Context: an optimization exercise on an open-source flow, tuned for small area, a short achievable clock period and few clock cycles. The choices shown serve that exercise and are no tape-out recipe. Where RTL was checked, it was by simulation tests only, not by an equivalence proof against the original. No functional check of the RTL was part of runs 1 to 3. No activity file was given, so power comes from the tool's default toggle rates.

===== design.v =====
module comb_divsqrt (
    input  wire        clk,
    input  wire        rst,        
    input  wire        start,      
    input  wire        op,         
    input  wire        sat,
    input  wire [55:0] a,          
    input  wire [55:0] b,          
    output wire        ready,
    output reg         done,
    output wire [55:0] result,
    output reg         flag_n,
    output reg         flag_z,
    output reg         flag_v,
    output reg         trap
);
    localparam S_IDLE = 2'd0, S_PREP = 2'd1, S_ITER = 2'd2, S_FIN = 2'd3;
    reg  [1:0]  state;
    reg  [5:0]  cnt;
    reg         r_sqrt, r_sat, r_neg;    
    reg         r_trap, r_zero, first;
    reg  [5:0]  lza, lzb;                
    reg         a_p2;                    
    reg  [57:0] R;       
    reg  [57:0] B;       
    reg  [55:0] Q;       
    assign ready  = (state == S_IDLE) || (state == S_FIN);
    assign result = Q;
    wire take = start && ready;
    wire [55:0] a_1 = a ^ {56{a[55]}};
    wire [55:0] b_1 = b ^ {56{b[55]}};
    wire [55:0] abs_a = a_1 + {55'd0, a[55]};
    wire [55:0] abs_b = b_1 + {55'd0, b[55]};
    wire [5:0]  lz_a, lz_b;
    comb_divsqrt_lzc u_lza (.v(a_1), .n(lz_a));
    comb_divsqrt_lzc u_lzb (.v(b_1), .n(lz_b));
    wire        a_p2_in = a[55] && !(|(~a[55:1] & a[54:0]));
    wire        b_zero  = (b == 56'd0);
    wire [5:0]  kd    = lzb - lza + {5'd0, a_p2};         
    wire        kd_n  = (lzb + {5'd0, a_p2}) < lza;        
    wire        k_neg = (lzb + {5'd0, a_p2} + 6'd1) < lza;  
    wire [5:0]  amt   = r_sqrt ? {lzb[5:1], 1'b1} : (kd + 6'd1);
    wire [57:0] sh    = {2'd0, B[55:0]} << amt;
    wire [5:0]  js    = 6'd28 - {1'b0, lzb[5:1]};          
    wire [5:0]  cnt_p = r_sqrt ? js - 6'd1 : kd;
    wire        no_it = r_sqrt ? (r_neg || js == 6'd0) : (r_trap || kd_n);
    wire [55:0] Qg   = first ? 56'd0 : Q;
    wire [57:0] sub  = r_sqrt ? {1'b0, Qg[54:0], 2'b01} : B;
    wire [58:0] diff = {1'b0, R} - {1'b0, sub};
    wire        q    = !diff[58];
    wire [57:0] sel  = q ? diff[57:0] : R;
    wire [57:0] R_it = r_sqrt ? {sel[55:0], B[54:53]} : {sel[56:0], 1'b0};
    wire        tie   = (R == B);
    wire        up    = !r_zero && q && (r_sqrt || !tie || Qg[0]);
    wire        negd  = !r_sqrt && r_neg;
    wire        ovf   = !r_sqrt && !r_neg && Qg[55];        
    wire [55:0] X     = (ovf && r_sat) ? 56'h7fffffffffffff : (negd ? ~Qg : Qg);
    wire [55:0] X1    = X + 56'd1;
    wire        inc   = up ^ negd;
    wire [55:0] res   = inc ? X1 : X;
    wire        res_z = inc ? (X1 == 56'd0) : (X == 56'd0);
    always @(posedge clk) begin
        if (rst) begin
            state <= S_IDLE;
            done  <= 1'b0;
        end else begin
            done <= 1'b0;
            case (state)
                S_PREP: begin
                    first  <= 1'b1;
                    r_zero <= r_sqrt ? r_neg : k_neg;
                    cnt    <= cnt_p;
                    B      <= sh;
                    if (r_sqrt) R <= {56'd0, sh[56:55]};
                    state  <= no_it ? S_FIN : S_ITER;
                end
                S_ITER: begin
                    first <= 1'b0;
                    R     <= R_it;
                    if (r_sqrt) B <= {B[55:0], 2'b00};
                    Q     <= {Qg[54:0], q};
                    cnt   <= cnt - 6'd1;
                    if (cnt == 6'd0) state <= S_FIN;
                end
                S_FIN: begin
                    done   <= 1'b1;
                    trap   <= r_trap;
                    Q      <= res;
                    flag_n <= res[55];
                    flag_z <= res_z;
                    flag_v <= ovf || (r_sqrt && r_neg);
                    state  <= S_IDLE;
                end
                default: ;
            endcase
            if (take) begin
                state  <= S_PREP;
                R      <= {1'b0, abs_a, 1'b0};
                B      <= {2'b0, abs_b};
                lza    <= lz_a;
                lzb    <= lz_b;
                a_p2   <= a_p2_in;
                r_trap <= !op && b_zero;
                r_sqrt <= op;
                r_sat  <= sat;
                r_neg  <= op ? b[55] : (a[55] ^ b[55]);
            end
        end
    end
endmodule
module comb_divsqrt_lzc (
    input  wire [55:0] v,
    output wire [5:0]  n
);
    wire [63:0] x = {v, 8'hff};
    wire [31:0] z1;  wire [31:0]     c1;
    wire [15:0] z2;  wire [16*2-1:0] c2;
    wire [7:0]  z3;  wire [8*3-1:0]  c3;
    wire [3:0]  z4;  wire [4*4-1:0]  c4;
    wire [1:0]  z5;  wire [2*5-1:0]  c5;
    genvar i;
    generate
        for (i = 0; i < 32; i = i + 1) begin : l1
            assign z1[i] = !(x[2*i+1] | x[2*i]);
            assign c1[i] = !x[2*i+1];
        end
        for (i = 0; i < 16; i = i + 1) begin : l2
            assign z2[i] = z1[2*i+1] & z1[2*i];
            assign c2[2*i+1:2*i] = z1[2*i+1] ? {1'b1, c1[2*i]} : {1'b0, c1[2*i+1]};
        end
        for (i = 0; i < 8; i = i + 1) begin : l3
            assign z3[i] = z2[2*i+1] & z2[2*i];
            assign c3[3*i+2:3*i] = z2[2*i+1] ? {1'b1, c2[2*(2*i)+1:2*(2*i)]}
                                             : {1'b0, c2[2*(2*i+1)+1:2*(2*i+1)]};
        end
        for (i = 0; i < 4; i = i + 1) begin : l4
            assign z4[i] = z3[2*i+1] & z3[2*i];
            assign c4[4*i+3:4*i] = z3[2*i+1] ? {1'b1, c3[3*(2*i)+2:3*(2*i)]}
                                             : {1'b0, c3[3*(2*i+1)+2:3*(2*i+1)]};
        end
        for (i = 0; i < 2; i = i + 1) begin : l5
            assign z5[i] = z4[2*i+1] & z4[2*i];
            assign c5[5*i+4:5*i] = z4[2*i+1] ? {1'b1, c4[4*(2*i)+3:4*(2*i)]}
                                             : {1'b0, c4[4*(2*i+1)+3:4*(2*i+1)]};
        end
    endgenerate
    assign n = z5[1] ? {1'b1, c5[4:0]} : {1'b0, c5[9:5]};
endmodule

===== run.sh =====
#!/bin/bash
# synth_recipe.tcl (not shown) runs the flow's synth.tcl, then flattens the netlist and writes it again
# the make line also repeats each setting of config.mk as NAME=value (left out here)
make -C /OpenROAD-flow-scripts/flow DESIGN_CONFIG=/design/flow/config.mk WORK_HOME=/design/flow/orfs CLKGATE_MAP_FILE= SYNTH_SCRIPT=/design/flow/synth_recipe.tcl finish

===== config.mk =====
export PLATFORM = sky130hd
export DESIGN_NAME = comb_divsqrt
export DESIGN_NICKNAME = comb_divsqrt
export VERILOG_FILES = /design/flow/design.v
export SDC_FILE = /design/flow/constraint.sdc
export NUM_CORES = 4
export LEC_CHECK = 0
export CAP_MARGIN = 20
export CORE_MARGIN = 2
export CORE_UTILIZATION = 40
export SLEW_MARGIN = 20

===== constraint.sdc =====
create_clock -name core_clock -period 9.0 [get_ports {clk}]
set_input_delay 1.8000 -clock core_clock [delete_from_list [all_inputs] [get_ports {clk}]]
set_output_delay 1.8000 -clock core_clock [all_outputs]
set_load 0.01 [all_outputs]

==> impl_metrics.json, run 1 <==
{
  "outcome": "complete, no violations",
  "drt_first_pass_iters": 6,
  "synthArstFlopShare_pct": 0,
  "start_kind": "flip-flop",
  "drcViolationCount": 0,
  "vias": 31700,
  "p_leak_nw": 12.0,
  "peakVddDrop_uv": 223,
  "synth_edf_count": 201,
  "synth_area_leaders": "edfxtp_1 (20%), mux2i_1 (9.7%), xnor2_1 (6.1%)",
  "cp-end-kind": "flip-flop",
  "ys_seq_area_share_pct": 20.4,
  "post-route-period-util_pct": 68.2,
  "yosys_warnings": 1,
  "area_delta_synth_final_pct": 10.3,
  "fin_total_pwr_mw": 11.8,
  "placedCellCount": 4842,
  "critPathTopFamily": "compound AO/OA/AOI/OAI gates",
  "clock_latency_ps": 590,
  "worstPathMaxFanout": 68,
  "die_w_um": 277,
  "avgRoutedWirePerCell_um": 25.4,
  "nNetsFinal": 4121,
  "numPortBuffers": 178,
  "yosysTopAreaCell": "edfxtp_1",
  "syn_area_um2": 29900,
  "fin_cells": 4888,
  "cts-root-buf": "clkbuf_16",
  "maxCapViolCount": 0,
  "register_area_um2": 6100,
  "start_util_pct": 40.3,
  "grt-ovfl-total": 0,
  "critPathSlowestCell": "buf_4",
  "syn-num-nets": 4191,
  "antenna_found_initial": 2,
  "die_y_um": 277,
  "drt_wl_total_um": 124000,
  "ctsHoldBuffers": 0,
  "rows": 100,
  "cts_sinks": 204,
  "synth_flop_cell": "edfxtp_1",
  "viasPerCell": 6.49,
  "num_io_pins": 179,
  "synth_cells": 3971,
  "path_cells": "buf_4, mux2i_1, ha_1, a211oi_1, o21ai_0, a21oi_1, o31ai_1, o2111ai_1, a21oi_1, or2_2, buf_4, o2111ai_1, a22oi_1, o311ai_0, o21ai_0",
  "crit_buf_inv": 2,
  "cts_tree": "yes",
  "pwr_density_cell_nw_per_um2": 357,
  "fmax_mhz": 163,
  "grt_pass1_wl_um": 185000,
  "drv_slew": 0,
  "coreArea_um2": 74200,
  "fill_cells": 7539,
  "dieArea_um2": 77000,
  "grt_util_all_layers_pct": 30.9,
  "final_antenna_net_count": 0,
  "post-place-ws_ps": 2840,
  "cts_resized": 0,
  "clk_pin_slew_ps": 70,
  "postCtsSetupBuffers": 0,
  "max_stage_delay_ps": 760,
  "grt_max_degree": 91,
  "cts_buffers": 26,
  "relSlewSlack_pct": 17.7,
  "finish.utilization_pct": 44.5,
  "yosysTopAreaCellShare_pct": 20.2,
  "ys_types": 100,
  "critical_path_class": "reg -> reg",
  "gp_congestion": 1.03,
  "drtIter0Drc": 4571,
  "hold_viol": 0,
  "hpwlAfterDp_um": 94100,
  "rsz0062_at_grt": "false",
  "synth-seq-cells": 204,
  "period_minus_slack_ps": 6140,
  "clk_path_buf_depth": 3,
  "tightest_slew_ps": 1220,
  "worst_ep_arrival_time_ps": 6550,
  "htreeDepth": 1,
  "hp-class": "reg -> reg",
  "fin_setup_tns_ps": 0,
  "multi_input_area_um2": 22200,
  "syn_area_per_cell_um2": 7.53,
  "skew_ps": 17.7,
  "setup_slack_ps": 2860,
  "crit_required_ps": 9420,
  "grt_pass1_vias": 28300,
  "final_layout_size_suffix_gt1_share_pct": 5.56,
  "final-setup-viol-count": 0
}
[cell usage after synthesis (25+ instances only)]
cell	count
a211oi_1	31
a21o_1	28
a21oi_1	301
a221oi_1	27
a31oi_1	68
and2_1	27
buf_1	52
buf_2	25
clkbuf_1	243
edfxtp_1	201
ha_1	101
inv_1	116
mux2_2	38
mux2i_1	291
nand2_1	360
nand2b_1	63
nand3_1	126
nand4_1	69
nor2_1	379
nor2b_1	76
nor3_1	128
nor4_1	56
o211ai_1	39
o21ai_0	225
o221ai_1	31
o22ai_1	68
o31ai_1	35
or3_1	30
xnor2_1	210
xor2_1	144
[flip-flops by register name (all words and copies together), names as in the netlist, 2 cells and up]
name,flops
R,58
state,2
Q,56
B,58
lza,6
cnt,6
lzb,6
[cell families (layout without fill, tap and decap cells)]
group | Yosys count | after routing | share of synthesized area (%)
DFF | 204 | 204 | 20.4
buffers and inverters | 447 | 394 | 5.87
AOI/OAI and AO/OA | 1098 | 1098 | 24.1
other | 0 | 1 | 0
and+or+nand+nor | 1435 | 1435 | 23.7
xor gates and xnor gates | 355 | 355 | 10.4
muxes | 329 | 329 | 11.2
adders and majority gates | 103 | 103 | 4.36
[worst paths after layout]
path                            startpoint  endpoint  slack, ps  cells past startpoint
worst max-delay path                r_sqrt     R[49]       2860                     15
worst min-delay path                r_trap      trap        480                      0
worst max register to register      r_sqrt     R[49]       2860                     15
worst min register to register      r_trap      trap        480                      0
[per-stage QoR]
stage                     hold slack, ps  cell area (um2)
after floorplan                      429            29900
after global placement               453            32100
after detailed placement             454            32100
after CTS                            475            33000
after global routing                 493            33000
final                                478            33000
[worst reg2reg max path, stage by stage (launching register included)]
cell,delay [ps]
edfxtp_1,590
buf_4,760
mux2i_1,230
ha_1,410
a211oi_1,130
o21ai_0,330
a21oi_1,170
o31ai_1,670
o2111ai_1,250
a21oi_1,350
or2_2,520
buf_4,630
o2111ai_1,320
a22oi_1,210
o311ai_0,240
o21ai_0,160
[area by class of cell]
class                           count  area share [%]
Sequential cell                   204            18.5
Clock buffer                       29            2.07
Inverter                          117            1.34
Timing Repair Buffer              232            6.61
Multi-Input combinational cell   3320            67.3
Clock inverter                     16           0.501
Tap cell                          969            3.68
Antenna cell                        1         0.00759
[per-layer routing]
| layer | share of wire [%] | up-vias | track usage [%] |
|---|---|---|---|
| li1 | - | 14610 | - |
| met1 | 44 | 15010 | 45.3 |
| met2 | 41 | 1856 | 44.8 |
| met3 | 10 | 224 | 4.90 |
| met4 | 4.5 | 0 | 12.5 |
| met5 | 0 | - | 0 |
[power breakdown]
group / internal [mW] / switching [mW] / total, mW
sequential: 1.60 / 0.741 / 2.34
clock: 0.628 / 0.473 / 1.10
combinational: 3.05 / 5.28 / 8.33
total: 5.28 / 6.49 / 11.8
[layout by cell type (no fill, tap or decap), types with 26 or more instances in the layout]
cell | synthesis | final
mux2i_1 | 291 | 290
a221oi_1 | 27 | 27
a31oi_1 | 68 | 68
nor2b_1 | 76 | 75
nand2b_1 | 63 | 62
or3_1 | 30 | 30
o31ai_1 | 35 | 34
nand3_1 | 126 | 126
nand2_1 | 360 | 359
clkdlybuf4s50_1 | 0 | 176
inv_1 | 116 | 115
xnor2_1 | 210 | 208
clkbuf_16 | 0 | 27
edfxtp_1 | 201 | 201
nor4_1 | 56 | 56
xor2_1 | 144 | 144
ha_1 | 101 | 99
nor2_1 | 379 | 376
a21oi_1 | 301 | 298
o211ai_1 | 39 | 39
o221ai_1 | 31 | 31
o21ai_0 | 225 | 225
a211oi_1 | 31 | 31
nand4_1 | 69 | 69
nor3_1 | 128 | 128
a21o_1 | 28 | 28
mux2_2 | 38 | 38
buf_4 | 6 | 56
o22ai_1 | 68 | 68
and2_1 | 27 | 26
==> inputs of run 2 (changes only) <==
--- a/design.v
+++ b/design.v
@@ -21,6 +21,7 @@
     reg         r_trap, r_zero, first;
     reg  [5:0]  lza, lzb;                
     reg         a_p2;                    
+    reg         r_bneg;                  
     reg  [57:0] R;       
     reg  [57:0] B;       
     reg  [55:0] Q;       
@@ -30,7 +31,6 @@
     wire [55:0] a_1 = a ^ {56{a[55]}};
     wire [55:0] b_1 = b ^ {56{b[55]}};
     wire [55:0] abs_a = a_1 + {55'd0, a[55]};
-    wire [55:0] abs_b = b_1 + {55'd0, b[55]};
     wire [5:0]  lz_a, lz_b;
     comb_divsqrt_lzc u_lza (.v(a_1), .n(lz_a));
     comb_divsqrt_lzc u_lzb (.v(b_1), .n(lz_b));
@@ -40,21 +40,30 @@
     wire        kd_n  = (lzb + {5'd0, a_p2}) < lza;        
     wire        k_neg = (lzb + {5'd0, a_p2} + 6'd1) < lza;  
     wire [5:0]  amt   = r_sqrt ? {lzb[5:1], 1'b1} : (kd + 6'd1);
-    wire [57:0] sh    = {2'd0, B[55:0]} << amt;
+    wire [57:0] sh0   = amt[0] ? {1'b0, B[55:0], r_bneg}    : {2'd0, B[55:0]};
+    wire [57:0] sh1   = amt[1] ? {sh0[55:0], {2{r_bneg}}}   : sh0;
+    wire [57:0] sh2   = amt[2] ? {sh1[53:0], {4{r_bneg}}}   : sh1;
+    wire [57:0] sh3   = amt[3] ? {sh2[49:0], {8{r_bneg}}}   : sh2;
+    wire [57:0] sh4   = amt[4] ? {sh3[41:0], {16{r_bneg}}}  : sh3;
+    wire [57:0] sh    = amt[5] ? {sh4[25:0], {32{r_bneg}}}  : sh4;
     wire [5:0]  js    = 6'd28 - {1'b0, lzb[5:1]};          
     wire [5:0]  cnt_p = r_sqrt ? js - 6'd1 : kd;
     wire        no_it = r_sqrt ? (r_neg || js == 6'd0) : (r_trap || kd_n);
-    wire [55:0] Qg   = first ? 56'd0 : Q;
+    wire        negd = !r_sqrt && r_neg;
+    wire [55:0] Qg   = first ? {56{negd}} : Q;
     wire [57:0] sub  = r_sqrt ? {1'b0, Qg[54:0], 2'b01} : B;
-    wire [58:0] diff = {1'b0, R} - {1'b0, sub};
+    wire        cin  = r_sqrt || !r_bneg;
+    wire [59:0] dfx  = {1'b0, R, 1'b1} + {1'b1, ~sub, cin};    
+    wire [58:0] diff = dfx[59:1];
     wire        q    = !diff[58];
     wire [57:0] sel  = q ? diff[57:0] : R;
     wire [57:0] R_it = r_sqrt ? {sel[55:0], B[54:53]} : {sel[56:0], 1'b0};
-    wire        tie   = (R == B);
-    wire        up    = !r_zero && q && (r_sqrt || !tie || Qg[0]);
-    wire        negd  = !r_sqrt && r_neg;
+    wire [57:0] t_p   = R ^ ~B;
+    wire [57:0] t_o   = R | ~B;
+    wire        tie   = (t_p[0] == cin) && (t_p[57:1] == t_o[56:0]);
+    wire        up    = !r_zero && q && (r_sqrt || !tie || (Qg[0] ^ negd));
     wire        ovf   = !r_sqrt && !r_neg && Qg[55];        
-    wire [55:0] X     = (ovf && r_sat) ? 56'h7fffffffffffff : (negd ? ~Qg : Qg);
+    wire [55:0] X     = (ovf && r_sat) ? 56'h7fffffffffffff : Qg;
     wire [55:0] X1    = X + 56'd1;
     wire        inc   = up ^ negd;
     wire [55:0] res   = inc ? X1 : X;
@@ -78,7 +87,7 @@
                     first <= 1'b0;
                     R     <= R_it;
                     if (r_sqrt) B <= {B[55:0], 2'b00};
-                    Q     <= {Qg[54:0], q};
+                    Q     <= {Qg[54:0], q ^ negd};
                     cnt   <= cnt - 6'd1;
                     if (cnt == 6'd0) state <= S_FIN;
                 end
@@ -96,7 +105,8 @@
             if (take) begin
                 state  <= S_PREP;
                 R      <= {1'b0, abs_a, 1'b0};
-                B      <= {2'b0, abs_b};
+                B      <= {2'b0, b_1};
+                r_bneg <= !op && b[55];
                 lza    <= lz_a;
                 lzb    <= lz_b;
                 a_p2   <= a_p2_in;
--- a/config.mk
+++ b/config.mk
@@ -8,4 +8,5 @@
 export CAP_MARGIN = 20
 export CORE_MARGIN = 2
 export CORE_UTILIZATION = 40
+export SETUP_SLACK_MARGIN = 4
 export SLEW_MARGIN = 20
==> run 2 against run 1 <==
Against the previous run:
- largest cell class unchanged
- clock skew is 31 ps higher
- clock power hardly changed
- global-route usage is 1.4 points higher
- first-iteration DRC count is 9.2% lower
- register-to-register slack better by 1200 ps
- count of clock-buffer cells in the layout is 7 higher
- final area is 1.4% lower
- still clean
- largest power group unchanged
==> impl_metrics.json, run 2 <==
{
  "cts-root-buf": "clkbuf_16",
  "hpwlAfterDp_um": 95100,
  "synth_flop_cell": "edfxtp_1",
  "pwr_density_cell_nw_per_um2": 389,
  "start_kind": "flip-flop",
  "cts_buffers": 28,
  "yosysTopAreaCell": "edfxtp_1",
  "critical_path_class": "reg -> reg",
  "setup_slack_ps": 4060,
  "grt_pass1_wl_um": 182000,
  "die_w_um": 272,
  "grt_max_degree": 82,
  "ys_top_cells_by_count": "nor2_1 (362), nand2_1 (355), a21oi_1 (328), mux2i_1 (249), o21ai_0 (242)",
  "hp-class": "reg -> reg",
  "peakVddDrop_uv": 212,
  "synth_area_leaders": "edfxtp_1 (21%), mux2i_1 (8.7%), ha_1 (6.8%)",
  "p_leak_nw": 12.2,
  "synth-seq-cells": 205,
  "grt_util_all_layers_pct": 32.4,
  "cts_tree": "yes",
  "outcome": "complete, no violations",
  "hold_path_end": "state[1]",
  "post-route-period-util_pct": 54.9,
  "ys_types": 109,
  "layout_common_cells": "nor2_1 (358), nand2_1 (352), a21oi_1 (321), mux2i_1 (246), o21ai_0 (231)",
  "numPortBuffers": 178,
  "syn_area_um2": 28600,
  "critical_path.startpoint": "lzb[1]",
  "skew_ps": 48.5,
  "ctsHoldBuffers": 0,
  "synth.most_common_cell": "nor2_1",
  "path_cells": "ha_1, inv_1, fa_1, xnor2_1, xor2_1, mux2i_4, buf_6, mux2i_1, mux2_2, nor2_1, o311ai_0, a31oi_1",
  "top_regs": "B x58, R x58, Q x56",
  "hold_depth": 2,
  "drtIter0Drc": 4152,
  "worstPathMaxFanout": 66,
  "synth_cells": 3784,
  "final-setup-viol-count": 0,
  "relSlewSlack_pct": 22.1,
  "ys_seq_area_share_pct": 21.4,
  "viasPerCell": 6.36,
  "period_minus_slack_ps": 4940,
  "drt_wl_total_um": 125000,
  "clock_latency_ps": 610,
  "avgRoutedWirePerCell_um": 26.2,
  "start_util_pct": 40.3,
  "crit_required_ps": 9270,
  "rows": 98,
  "final_layout_size_suffix_gt1_share_pct": 7.20,
  "min_from": "state[1]",
  "die_y_um": 272,
  "htreeDepth": 1,
  "syn-num-nets": 4059,
  "final_antenna_net_count": 0,
  "post-place-ws_ps": 3040,
  "fin_total_pwr_mw": 12.7,
  "hold_viol": 0,
  "grt-ovfl-total": 0,
  "antenna_found_initial": 1,
  "cts_sinks": 205,
  "reg2regPathDepth": 12,
  "fin_setup_tns_ps": 0,
  "r2r_end": "B[38]",
  "dieArea_um2": 73700,
  "clk_pin_slew_ps": 60,
  "max_stage_delay_ps": 1000,
  "worst_ep_arrival_time_ps": 5220,
  "area_delta_synth_final_pct": 13.6,
  "vias": 30274,
  "cp-end-kind": "flip-flop",
  "grt_pass1_vias": 26951,
  "gp_congestion": 1.04,
  "drt_first_pass_iters": 6,
  "final_common_cell": "nor2_1",
  "synth_edf_count": 202,
  "coreArea_um2": 71100,
  "reg2reg_from": "lzb[1]",
  "num_io_pins": 179,
  "critPathSlowestCell": "o311ai_0",
  "synthArstFlopShare_pct": 0,
  "syn_area_per_cell_um2": 7.57,
  "yosys_warnings": 1,
  "clk_path_buf_depth": 3,
  "yosysTopAreaCellShare_pct": 21.2,
  "tightest_slew_ps": 1150,
  "nNetsFinal": 4061,
  "drv_slew": 0,
  "rsz0062_at_grt": "true",
  "drcViolationCount": 0,
  "r2r_setup_slack_ps": 4060,
  "diodes": 0,
  "fmax_mhz": 202,
  "maxCapViolCount": 0
}
run 2: logic make-up after synthesis:
group	share of synthesized area [%]
muxes	10.5
adders and majority gates	6.96
DFF	21.4
buffers and inverters	5.66
AOI/OAI and AO/OA	23.5
and+or+nand+nor	23.1
xor gates and xnor gates	8.86
run 2: layer usage:
layer | track usage, % | part of all wire, % | vias up
li1 | - | - | 13990
met3 | 7.26 | 11 | 268
met4 | 12.9 | 4.7 | 2
met5 | 0 | 0.010 | -
met1 | 47.0 | 44 | 14260
met2 | 45.9 | 41 | 1754
run 2: final cells by class:
class / count / area (um2)
Clock buffer: 36 / 752
Clock inverter: 15 / 128
Fill cell: 7239 / 38600
Inverter: 135 / 517
Multi-Input combinational cell: 3164 / 21300
Sequential cell: 205 / 6130
Tap cell: 950 / 1190
Timing Repair Buffer: 252 / 2520
run 2: repair_timing:
action                     4_1_cts  5_1_grt
resized for setup               31       86
gates cloned                     1        3
setup endpoints to repair      124      134
pin swaps                        1        3
buffers inserted                 6       15
run 2: through the flow:
step           hold slack (ps)  utilization [%]  area [um2]  cells
4_1_cts                    590             45.1       32100   4739
6_report                   598             45.7       32500   4757
3_3_place_gp               570             43.6       31000   4681
2_1_floorplan              421                -       28700   3784
5_1_grt                    631             45.7       32500   4757
3_5_place_dp               582             43.6       31000   4681
run 2: critical path, delay by kind of cell (launching register included):
| kind | cells | cell delay [ps] |
|---|---|---|
| compound gates | 2 | 1180 |
| fa+ha+maj | 2 | 840 |
| mux | 3 | 750 |
| buf+inv | 2 | 610 |
| flops | 1 | 580 |
| xor+xnor | 2 | 560 |
| simple gates | 1 | 40 |
run 2: how the worst max path moves through the flow:
stage | endpoint | cells after the start
4_1_cts | R[48] | 17
3_5_place_dp | Q[37] | 17
6_report | B[38] | 12
3_3_place_gp | Q[30] | 16
5_1_grt | Q[47] | 18
2_1_floorplan | R[53] | 18
run 2: report_power, final:
group / leakage, nW / switching, mW / internal [mW]
registers: 1.92 / 0.736 / 1.63
logic: 9.82 / 5.79 / 3.40
clock network: 0.426 / 0.469 / 0.642
==> inputs of run 3 (changes only) <==
--- a/design.v
+++ b/design.v
@@ -19,6 +19,7 @@
     reg  [5:0]  cnt;
     reg         r_sqrt, r_sat, r_neg;    
     reg         r_trap, r_zero, first;
+    reg         q0;                      
     reg  [5:0]  lza, lzb;                
     reg         a_p2;                    
     reg         r_bneg;                  
@@ -39,18 +40,19 @@
     wire [5:0]  kd    = lzb - lza + {5'd0, a_p2};         
     wire        kd_n  = (lzb + {5'd0, a_p2}) < lza;        
     wire        k_neg = (lzb + {5'd0, a_p2} + 6'd1) < lza;  
-    wire [5:0]  amt   = r_sqrt ? {lzb[5:1], 1'b1} : (kd + 6'd1);
-    wire [57:0] sh0   = amt[0] ? {1'b0, B[55:0], r_bneg}    : {2'd0, B[55:0]};
-    wire [57:0] sh1   = amt[1] ? {sh0[55:0], {2{r_bneg}}}   : sh0;
-    wire [57:0] sh2   = amt[2] ? {sh1[53:0], {4{r_bneg}}}   : sh1;
-    wire [57:0] sh3   = amt[3] ? {sh2[49:0], {8{r_bneg}}}   : sh2;
-    wire [57:0] sh4   = amt[4] ? {sh3[41:0], {16{r_bneg}}}  : sh3;
-    wire [57:0] sh    = amt[5] ? {sh4[25:0], {32{r_bneg}}}  : sh4;
-    wire [5:0]  js    = 6'd28 - {1'b0, lzb[5:1]};          
-    wire [5:0]  cnt_p = r_sqrt ? js - 6'd1 : kd;
-    wire        no_it = r_sqrt ? (r_neg || js == 6'd0) : (r_trap || kd_n);
+    wire [5:0]  amt   = r_sqrt ? {lzb[5:1] + 5'd1, 1'b1} : (kd + 6'd1);
+    wire [58:0] sh0   = amt[0] ? {2'b0, B[55:0], r_bneg}    : {3'd0, B[55:0]};
+    wire [58:0] sh1   = amt[1] ? {sh0[56:0], {2{r_bneg}}}   : sh0;
+    wire [58:0] sh2   = amt[2] ? {sh1[54:0], {4{r_bneg}}}   : sh1;
+    wire [58:0] sh3   = amt[3] ? {sh2[50:0], {8{r_bneg}}}   : sh2;
+    wire [58:0] sh4   = amt[4] ? {sh3[42:0], {16{r_bneg}}}  : sh3;
+    wire [58:0] sh    = amt[5] ? {sh4[26:0], {32{r_bneg}}}  : sh4;
+    wire        sq_b0 = (lzb[5:1] == 5'd28);                  
+    wire [5:0]  js    = 6'd26 - {1'b0, lzb[5:1]};          
+    wire [5:0]  cnt_p = r_sqrt ? js : kd;
+    wire        no_it = r_sqrt ? (r_neg || lzb[5:1] >= 5'd27) : (r_trap || kd_n);
     wire        negd = !r_sqrt && r_neg;
-    wire [55:0] Qg   = first ? {56{negd}} : Q;
+    wire [55:0] Qg   = first ? {{55{negd}}, q0} : Q;
     wire [57:0] sub  = r_sqrt ? {1'b0, Qg[54:0], 2'b01} : B;
     wire        cin  = r_sqrt || !r_bneg;
     wire [59:0] dfx  = {1'b0, R, 1'b1} + {1'b1, ~sub, cin};    
@@ -77,10 +79,11 @@
             case (state)
                 S_PREP: begin
                     first  <= 1'b1;
-                    r_zero <= r_sqrt ? r_neg : k_neg;
+                    r_zero <= r_sqrt ? (r_neg || sq_b0) : k_neg;
+                    q0     <= r_sqrt ? !(r_neg || sq_b0) : r_neg;
                     cnt    <= cnt_p;
-                    B      <= sh;
-                    if (r_sqrt) R <= {56'd0, sh[56:55]};
+                    B      <= sh[57:0];
+                    if (r_sqrt) R <= {54'd0, sh[58:57] - 2'd1, sh[56:55]};
                     state  <= no_it ? S_FIN : S_ITER;
                 end
                 S_ITER: begin
--- a/config.mk
+++ b/config.mk
@@ -7,6 +7,6 @@
 export LEC_CHECK = 0
 export CAP_MARGIN = 20
 export CORE_MARGIN = 2
-export CORE_UTILIZATION = 40
+export CORE_UTILIZATION = 55
 export SETUP_SLACK_MARGIN = 4
 export SLEW_MARGIN = 20
==> run 3 against run 2 <==
Against the previous run:
- still clean on timing, DRC and antenna
- sequential power grew 7%
- final area decreased by 0.50%
- global-route usage grew 12 points
- total power up 6.6%
- non-clock buffer count decreased by 5
- critical path type unchanged
- critical endpoint is now R[2]
- highest routed layer is now met4
==> impl_metrics.json, run 3 <==
{
  "htreeDepth": 1,
  "min_from": "r_trap",
  "post-route-period-util_pct": 55.5,
  "fmax_mhz": 200,
  "cts_tree": "yes",
  "internal_power_mw": 6.00,
  "max_stage_delay_ps": 530,
  "hpwlAfterDp_um": 94700,
  "yosys_warnings": 1,
  "viasPerCell": 7.12,
  "final_common_cell": "nand2_1",
  "die_w_um": 233,
  "tightest_slew_ps": 1050,
  "dieArea_um2": 54300,
  "synth_flop_cell": "edfxtp_1",
  "avgRoutedWirePerCell_um": 28.1,
  "antenna_found_initial": 1,
  "gp_congestion": 1.11,
  "vias": 31917,
  "final-setup-viol-count": 0,
  "syn-num-nets": 4080,
  "ctsHoldBuffers": 0,
  "grt_max_degree": 85,
  "fin_cells": 4484,
  "grt_util_all_layers_pct": 44.3,
  "fin_total_pwr_mw": 13.5,
  "grt_pass1_vias": 28664,
  "cpMostUsedCell": "mux2i_1",
  "clk_pin_slew_ps": 60,
  "num_io_pins": 179,
  "hp-class": "reg -> reg",
  "area_delta_synth_final_pct": 12.2,
  "final_antenna_net_count": 0,
  "skew_ps": 25.0,
  "ys_seq_area_share_pct": 21.3,
  "cts-root-buf": "clkbuf_16",
  "crit_buf_inv": 3,
  "p_leak_nw": 12.3,
  "top_regs": "B x58, R x58, Q x56",
  "p_clk_share_pct": 8.9,
  "drt_wl_total_um": 126000,
  "cts_buffers": 27,
  "power.switching_mw": 7.50,
  "power_switching_share_pct": 55.6,
  "cp-end-kind": "flip-flop",
  "ys_top_cells_by_count": "nand2_1 (375), a21oi_1 (359), nor2_1 (346), mux2i_1 (294), o21ai_0 (229)",
  "grt-ovfl-total": 0,
  "numPortBuffers": 178,
  "placedCellCount": 4403,
  "yosysTopAreaCellShare_pct": 21.1,
  "clk_path_buf_depth": 3,
  "synth_area_leaders": "edfxtp_1 (21%), mux2i_1 (10%), ha_1 (6.7%)",
  "synth-seq-cells": 206,
  "hold_viol": 0,
  "critical_path_class": "reg -> reg",
  "crit_required_ps": 9330,
  "layout_common_cells": "nand2_1 (373), a21oi_1 (352), nor2_1 (339), mux2i_1 (291), o21ai_0 (222)",
  "fin_setup_tns_ps": 0,
  "drt_first_pass_iters": 9,
  "yosysTopAreaCell": "edfxtp_1",
  "critPathSlowestCell": "edfxtp_1",
  "nNetsFinal": 4056,
  "syn_area_per_cell_um2": 7.58,
  "rsz0062_at_grt": "true",
  "critical_path.startpoint": "lzb[1]",
  "coreArea_um2": 51600,
  "syn_area_um2": 28900,
  "synthArstFlopShare_pct": 0,
  "drcViolationCount": 0,
  "rows": 83,
  "cts_sinks": 206,
  "synth_edf_count": 203,
  "peakVddDrop_uv": 238,
  "pwr_density_cell_nw_per_um2": 417,
  "drv_slew": 0,
  "holdWs_ps": 543,
  "maxCapViolCount": 0,
  "relSlewSlack_pct": 29.5,
  "synth.most_common_cell": "nand2_1",
  "power_frac_seq_pct": 18.7,
  "critPathTopFamily": "multiplexers",
  "grt_pass1_wl_um": 182000,
  "worstPathMaxFanout": 33,
  "drtIter0Drc": 5296,
  "power_frac_comb_pct": 72.4,
  "die_y_um": 233,
  "final_layout_size_suffix_gt1_share_pct": 6.68,
  "outcome": "complete, no violations",
  "worst_ep_arrival_time_ps": 5320,
  "ys_types": 95,
  "clock_latency_ps": 610,
  "start_util_pct": 55.9,
  "period_minus_slack_ps": 4990,
  "reg2reg_from": "lzb[1]",
  "path_cells": "ha_1, inv_1, fa_1, inv_1, ha_1, xnor2_4, o21a_4, buf_6, mux2i_1, mux2i_1, mux2i_2, mux2i_1, nand2_1, o21ai_0, a21oi_1",
  "start_kind": "flip-flop",
  "synth_cells": 3806
}
[run 3: worst register-to-register path: cells and delay by family (launching register included)]
kind | cells | cell delay [ps]
muxes | 4 | 1330
xor gates and xnor gates | 1 | 350
and+or+nand+nor | 1 | 270
DFF | 1 | 530
AOI/OAI and AO/OA | 3 | 540
buffers and inverters | 3 | 530
adders and majority gates | 3 | 1170
[run 3: area by class of cell]
type | count | area, um2
diodes | 1 | 2.50
clock buffers | 37 | 763
clock inverters | 13 | 185
fillers | 4633 | 19200
inverters | 136 | 510
multi-input cells | 3164 | 21500
flip-flops and latches | 206 | 6160
well taps | 680 | 851
repair buffers | 247 | 2420
[run 3: per-stage QoR]
stage / worst slack, ps / util, % / area, um2
floorplan: 3240 / - / 28900
global placement: 3220 / 59.6 / 30800
detailed placement: 3070 / 59.6 / 30800
CTS: 3940 / 61.7 / 31900
global route: 3960 / 62.7 / 32400
finish: 4010 / 62.7 / 32400
[run 3: metal layers]
metal | up-vias | GRT usage (%) | share of wire, %
li1 | 14002 | - | -
met1 | 15007 | 59.9 | 39
met3 | 426 | 11.5 | 14
met4 | 0 | 21.4 | 6.3
met2 | 2482 | 65.2 | 41
met5 | - | 0 | 0
[run 3: kinds of logic after synthesis]
kind of cell,synth area share (%)
xor gates and xnor gates,8.99
adders and majority gates,6.86
AOI/OAI and AO/OA,24.2
muxes,11.4
and+or+nand+nor,21.3
DFF,21.3
buffers and inverters,5.94
[run 3: worst paths after layout]
path / endpoint / cells past startpoint / slack (ps)
worst max-delay path: R[2] / 15 / 4010
worst min-delay path: trap / 0 / 540
worst min register to register: trap / 0 / 540
worst max register to register: R[2] / 15 / 4010
[run 3: what timing repair did]
item / CTS / global route
resized for setup: 32 / 70
setup endpoints to repair: 117 / 68
pin swaps: 2 / 3
gates cloned: 2 / 4
buffers inserted: 2 / 22
[run 3: power by group through the flow]
stage / Combinational [mW] / Clock [mW] / Sequential, mW
2_1_floorplan: 6.47 / 0 / 1.96
3_3_place_gp: 8.76 / 0 / 2.46
3_5_place_dp: 8.89 / 0 / 2.47
4_1_cts: 9.03 / 1.20 / 2.45
5_1_grt: 10.3 / 1.23 / 2.48
6_report: 9.77 / 1.21 / 2.53
==> inputs of run 4 (changes only) <==
--- a/design.v
+++ b/design.v
@@ -18,6 +18,7 @@
     reg  [1:0]  state;
     reg  [5:0]  cnt;
     reg         r_sqrt, r_sat, r_neg;    
+    reg         r_div;                   
     reg         r_trap, r_zero, first;
     reg         q0;                      
     reg  [5:0]  lza, lzb;                
@@ -26,6 +27,7 @@
     reg  [57:0] R;       
     reg  [57:0] B;       
     reg  [55:0] Q;       
+    reg         f2, f_up, f_negd, f_pos, f_sat, f_trap, f_vsq;
     assign ready  = (state == S_IDLE) || (state == S_FIN);
     assign result = Q;
     wire take = start && ready;
@@ -53,7 +55,7 @@
     wire        no_it = r_sqrt ? (r_neg || lzb[5:1] >= 5'd27) : (r_trap || kd_n);
     wire        negd = !r_sqrt && r_neg;
     wire [55:0] Qg   = first ? {{55{negd}}, q0} : Q;
-    wire [57:0] sub  = r_sqrt ? {1'b0, Qg[54:0], 2'b01} : B;
+    wire [57:0] sub  = r_div ? B : {1'b0, Qg[54:0], 2'b01};
     wire        cin  = r_sqrt || !r_bneg;
     wire [59:0] dfx  = {1'b0, R, 1'b1} + {1'b1, ~sub, cin};    
     wire [58:0] diff = dfx[59:1];
@@ -64,18 +66,29 @@
     wire [57:0] t_o   = R | ~B;
     wire        tie   = (t_p[0] == cin) && (t_p[57:1] == t_o[56:0]);
     wire        up    = !r_zero && q && (r_sqrt || !tie || (Qg[0] ^ negd));
-    wire        ovf   = !r_sqrt && !r_neg && Qg[55];        
-    wire [55:0] X     = (ovf && r_sat) ? 56'h7fffffffffffff : Qg;
+    wire [55:0] Qf    = first ? {{55{f_negd}}, q0} : Q;
+    wire        ovf   = f_pos && Qf[55];                    
+    wire [55:0] X     = (ovf && f_sat) ? 56'h7fffffffffffff : Qf;
     wire [55:0] X1    = X + 56'd1;
-    wire        inc   = up ^ negd;
+    wire        inc   = f_up ^ f_negd;
     wire [55:0] res   = inc ? X1 : X;
     wire        res_z = inc ? (X1 == 56'd0) : (X == 56'd0);
     always @(posedge clk) begin
         if (rst) begin
             state <= S_IDLE;
             done  <= 1'b0;
+            f2    <= 1'b0;
         end else begin
             done <= 1'b0;
+            f2   <= 1'b0;
+            if (f2) begin
+                done   <= 1'b1;
+                trap   <= f_trap;
+                Q      <= res;
+                flag_n <= res[55];
+                flag_z <= res_z;
+                flag_v <= ovf || f_vsq;
+            end
             case (state)
                 S_PREP: begin
                     first  <= 1'b1;
@@ -95,12 +108,13 @@
                     if (cnt == 6'd0) state <= S_FIN;
                 end
                 S_FIN: begin
-                    done   <= 1'b1;
-                    trap   <= r_trap;
-                    Q      <= res;
-                    flag_n <= res[55];
-                    flag_z <= res_z;
-                    flag_v <= ovf || (r_sqrt && r_neg);
+                    f2     <= 1'b1;
+                    f_up   <= up;
+                    f_negd <= negd;
+                    f_pos  <= !r_sqrt && !r_neg;
+                    f_sat  <= r_sat;
+                    f_trap <= r_trap;
+                    f_vsq  <= r_sqrt && r_neg;
                     state  <= S_IDLE;
                 end
                 default: ;
@@ -115,6 +129,7 @@
                 a_p2   <= a_p2_in;
                 r_trap <= !op && b_zero;
                 r_sqrt <= op;
+                r_div  <= !op;
                 r_sat  <= sat;
                 r_neg  <= op ? b[55] : (a[55] ^ b[55]);
             end
--- a/config.mk
+++ b/config.mk
@@ -7,6 +7,6 @@
 export LEC_CHECK = 0
 export CAP_MARGIN = 20
 export CORE_MARGIN = 2
-export CORE_UTILIZATION = 55
+export CORE_UTILIZATION = 40
 export SETUP_SLACK_MARGIN = 4
 export SLEW_MARGIN = 20
==> run 4 against run 3 <==
Against the previous run:
- combinational power hardly changed
- non-clock buffer count is 17 higher
- synthesized cell count is 1.7% higher
==> impl_metrics.json, run 4 <==
{
  "outcome": "complete, no violations",
  "clk_pin_slew_ps": 70,
  "cpMostUsedCell": "or4_1",
  "layout_common_cells": "nand2_1 (475), mux2i_1 (313), nor2_1 (271), a21oi_1 (259), o21ai_0 (246)",
  "nNetsFinal": 4157,
  "ys_seq_area_share_pct": 21.4,
  "yosys_warnings": 1,
  "drt_wl_total_um": 129000,
  "reg2reg_from": "f_negd",
  "synth-seq-cells": 214,
  "antenna_found_initial": 1,
  "p_leak_nw": 13.0,
  "grt_pass1_wl_um": 188000,
  "placedCellCount": 4787,
  "synth.most_common_cell": "nand2_1",
  "final_antenna_net_count": 0,
  "placed_area_um2": 32300,
  "met1Wirelength_um": 53600,
  "clk_path_buf_depth": 3,
  "cts_buffers": 30,
  "synth_flop_cell": "edfxtp_1",
  "num_io_pins": 179,
  "crit_required_ps": 9450,
  "hpwlAfterDp_um": 96600,
  "final-setup-viol-count": 0,
  "die_w_um": 277,
  "fin_setup_tns_ps": 0,
  "wl_met3_um": 14500,
  "pwr_density_cell_nw_per_um2": 399,
  "wl_met2_um": 53700,
  "post-route-period-util_pct": 54.8,
  "cp-end-kind": "flip-flop",
  "top_layer": "met5",
  "top_regs": "B x58, R x58, Q x56",
  "start_util_pct": 40.2,
  "cts_tree": "yes",
  "yosysTopAreaCell": "edfxtp_1",
  "grt_util_all_layers_pct": 31.8,
  "synth_edf_count": 210,
  "fmax_mhz": 203,
  "worstPathMaxFanout": 16,
  "vias": 32130,
  "ys_top_cells_by_count": "nand2_1 (480), mux2i_1 (320), nor2_1 (275), a21oi_1 (263), o21ai_0 (249)",
  "critical_path_class": "reg -> reg",
  "gp_congestion": 1.02,
  "clock_latency_ps": 630,
  "critical_path.startpoint": "f_negd",
  "final_common_cell": "nand2_1",
  "register_area_um2": 6390,
  "fin_total_pwr_mw": 13.6,
  "dieArea_um2": 76600,
  "ys_types": 98,
  "rsz0062_at_grt": "true",
  "tightest_slew_ps": 1210,
  "htreeDepth": 1,
  "drt_first_pass_iters": 7,
  "grt_pass1_vias": 28922,
  "drcViolationCount": 0,
  "coreArea_um2": 74100,
  "syn_area_um2": 29800,
  "drv_slew": 0,
  "peakVddDrop_uv": 245,
  "avgRoutedWirePerCell_um": 26.4,
  "cts-root-buf": "clkbuf_16",
  "path_cells": "nand2_1, and2_4, nand2_4, ha_4, inv_1, a21oi_1, buf_4, o21ai_1, nor4_4, nor2b_1, o32ai_1, nand3_1, or4_1, or4_1, o31ai_4",
  "final_cell_area_um2": 34000,
  "relSlewSlack_pct": 18.2,
  "hold_viol": 0,
  "syn_area_per_cell_um2": 7.69,
  "skew_ps": 50.2,
  "grt-ovfl-total": 0,
  "multi_input_area_um2": 22200,
  "viasPerCell": 6.59,
  "critPathSlowestCell": "o21ai_1",
  "synth_cells": 3870,
  "die_y_um": 277,
  "syn-num-nets": 4144,
  "min_from": "r_sat",
  "rows": 100,
  "max_stage_delay_ps": 730,
  "drtIter0Drc": 4932,
  "grt_max_degree": 81,
  "final_layout_size_suffix_gt1_share_pct": 7.60,
  "period_minus_slack_ps": 4930,
  "hp-class": "reg -> reg",
  "ctsHoldBuffers": 0,
  "cts_sinks": 214,
  "numPortBuffers": 178,
  "maxCapViolCount": 0,
  "synthArstFlopShare_pct": 0,
  "fill_cells": 7492,
  "fin_cells": 4877,
  "synth_area_leaders": "edfxtp_1 (21%), mux2i_1 (11%), ha_1 (6.5%)",
  "area_delta_synth_final_pct": 14.1,
  "start_kind": "flip-flop",
  "yosysTopAreaCellShare_pct": 21.2,
  "worst_ep_arrival_time_ps": 5380
}
-- run 4: kinds of logic after synthesis --
group	share of synthesized area, %
xor gates and xnor gates	8.18
muxes	12.9
AOI/OAI and AO/OA	23.4
DFF	21.4
buffers and inverters	5.67
adders and majority gates	6.65
and+or+nand+nor	21.7
-- run 4: per-layer routing --
metal | up-vias | GRT usage [%]
li1 | 14403 | -
met1 | 15225 | 44.8
met2 | 2122 | 47.8
met3 | 378 | 5.37
met4 | 2 | 13.5
met5 | - | 0
-- run 4: critical path, delay by kind of cell (launching register included) --
family / cells / cell delay, ps
flops: 1 / 520
compound gates: 4 / 1450
buf+inv: 2 / 330
simple gates: 8 / 2230
fa+ha+maj: 1 / 210
-- run 4: timing repair --
action                                  4_1_cts  5_1_grt
cloned                                        3        3
setup buffers                                10       17
gates resized for setup                      23       50
hold endpoints to repair                      0        0
endpoints found under the setup margin       79       70
pin swaps                                     4        6
-- run 4: cell type report --
type / instances / share of cell area, %
multi-input combinational: 3222 / 65.4
sequential: 214 / 18.8
timing repair buffer: 264 / 7.62
tap: 969 / 3.57
clock buffer: 33 / 2.24
inverter: 151 / 1.67
clock inverter: 23 / 0.733
antenna: 1 / 0.00736
-- run 4: report_power, final --
group / switching (mW) / leakage, nW / total [mW] / internal [mW]
Combinational: 6.19 / 10.5 / 10.0 / 3.81
Sequential: 0.597 / 2.00 / 2.30 / 1.70
Clock: 0.535 / 0.493 / 1.26 / 0.729
-- run 4: path summary, 6_finish.rpt --
kind            end  slack (ps)  depth (start not counted)
max          flag_z        4070                         15
max reg2reg  flag_z        4070                         15
min           f_sat         420                          0
min reg2reg   f_sat         420                          0
-- run 4: per-stage QoR --
stage	setup slack [ps]	hold slack, ps	utilization, %
6_report	4070	417	45.9
4_1_cts	3980	419	45.4
5_1_grt	3940	423	45.9
2_1_floorplan	3320	400	-
3_3_place_gp	3110	421	43.6
3_5_place_dp	2940	405	43.6
Testbench counts of run 4, summed over its fixed seeds: cycles 40,179.

afterwards: timing with drivers on the ports:
No port has a modelled driver above. Below, the same layouts with a new extraction and two added sets of constraints. Step 1 (the two cells are an assumption about what drives the block):
set clk [get_ports {clk}]
set_driving_cell -lib_cell sky130_fd_sc_hd__clkbuf_16 $clk
set_driving_cell -lib_cell sky130_fd_sc_hd__buf_2 [delete_from_list [all_inputs] $clk]
Step 2 also shifts input and output timing later by t, the mid clock arrival at the registers, as if the neighbouring blocks saw the same clock. Three values: ideal, step 1, step 2; two values: the first two.
run	shift t [ns]	setup slack, ns	latest minus earliest clock arrival (ns)	slew at the worst register clock pin (ns)	cell pins on the clock port's net
run 1	0.644	2.864 / 2.864 / 2.728	0.017 / 0.018	0.07 / 0.07	1
run 2	0.645	4.056 / 4.056 / 3.633	0.049 / 0.050	0.07 / 0.07	1
run 3	0.659	4.008 / 4.008 / 3.553	0.025 / 0.025	0.07 / 0.07	1
run 4	0.674	4.068 / 4.068 / 3.495	0.051 / 0.051	0.08 / 0.08	1
After both steps setup and hold are still met in every run listed. For run 4, which loses most, drivers alone change the setup slack by 0.000 ns; drivers and shift together by -0.573 ns.
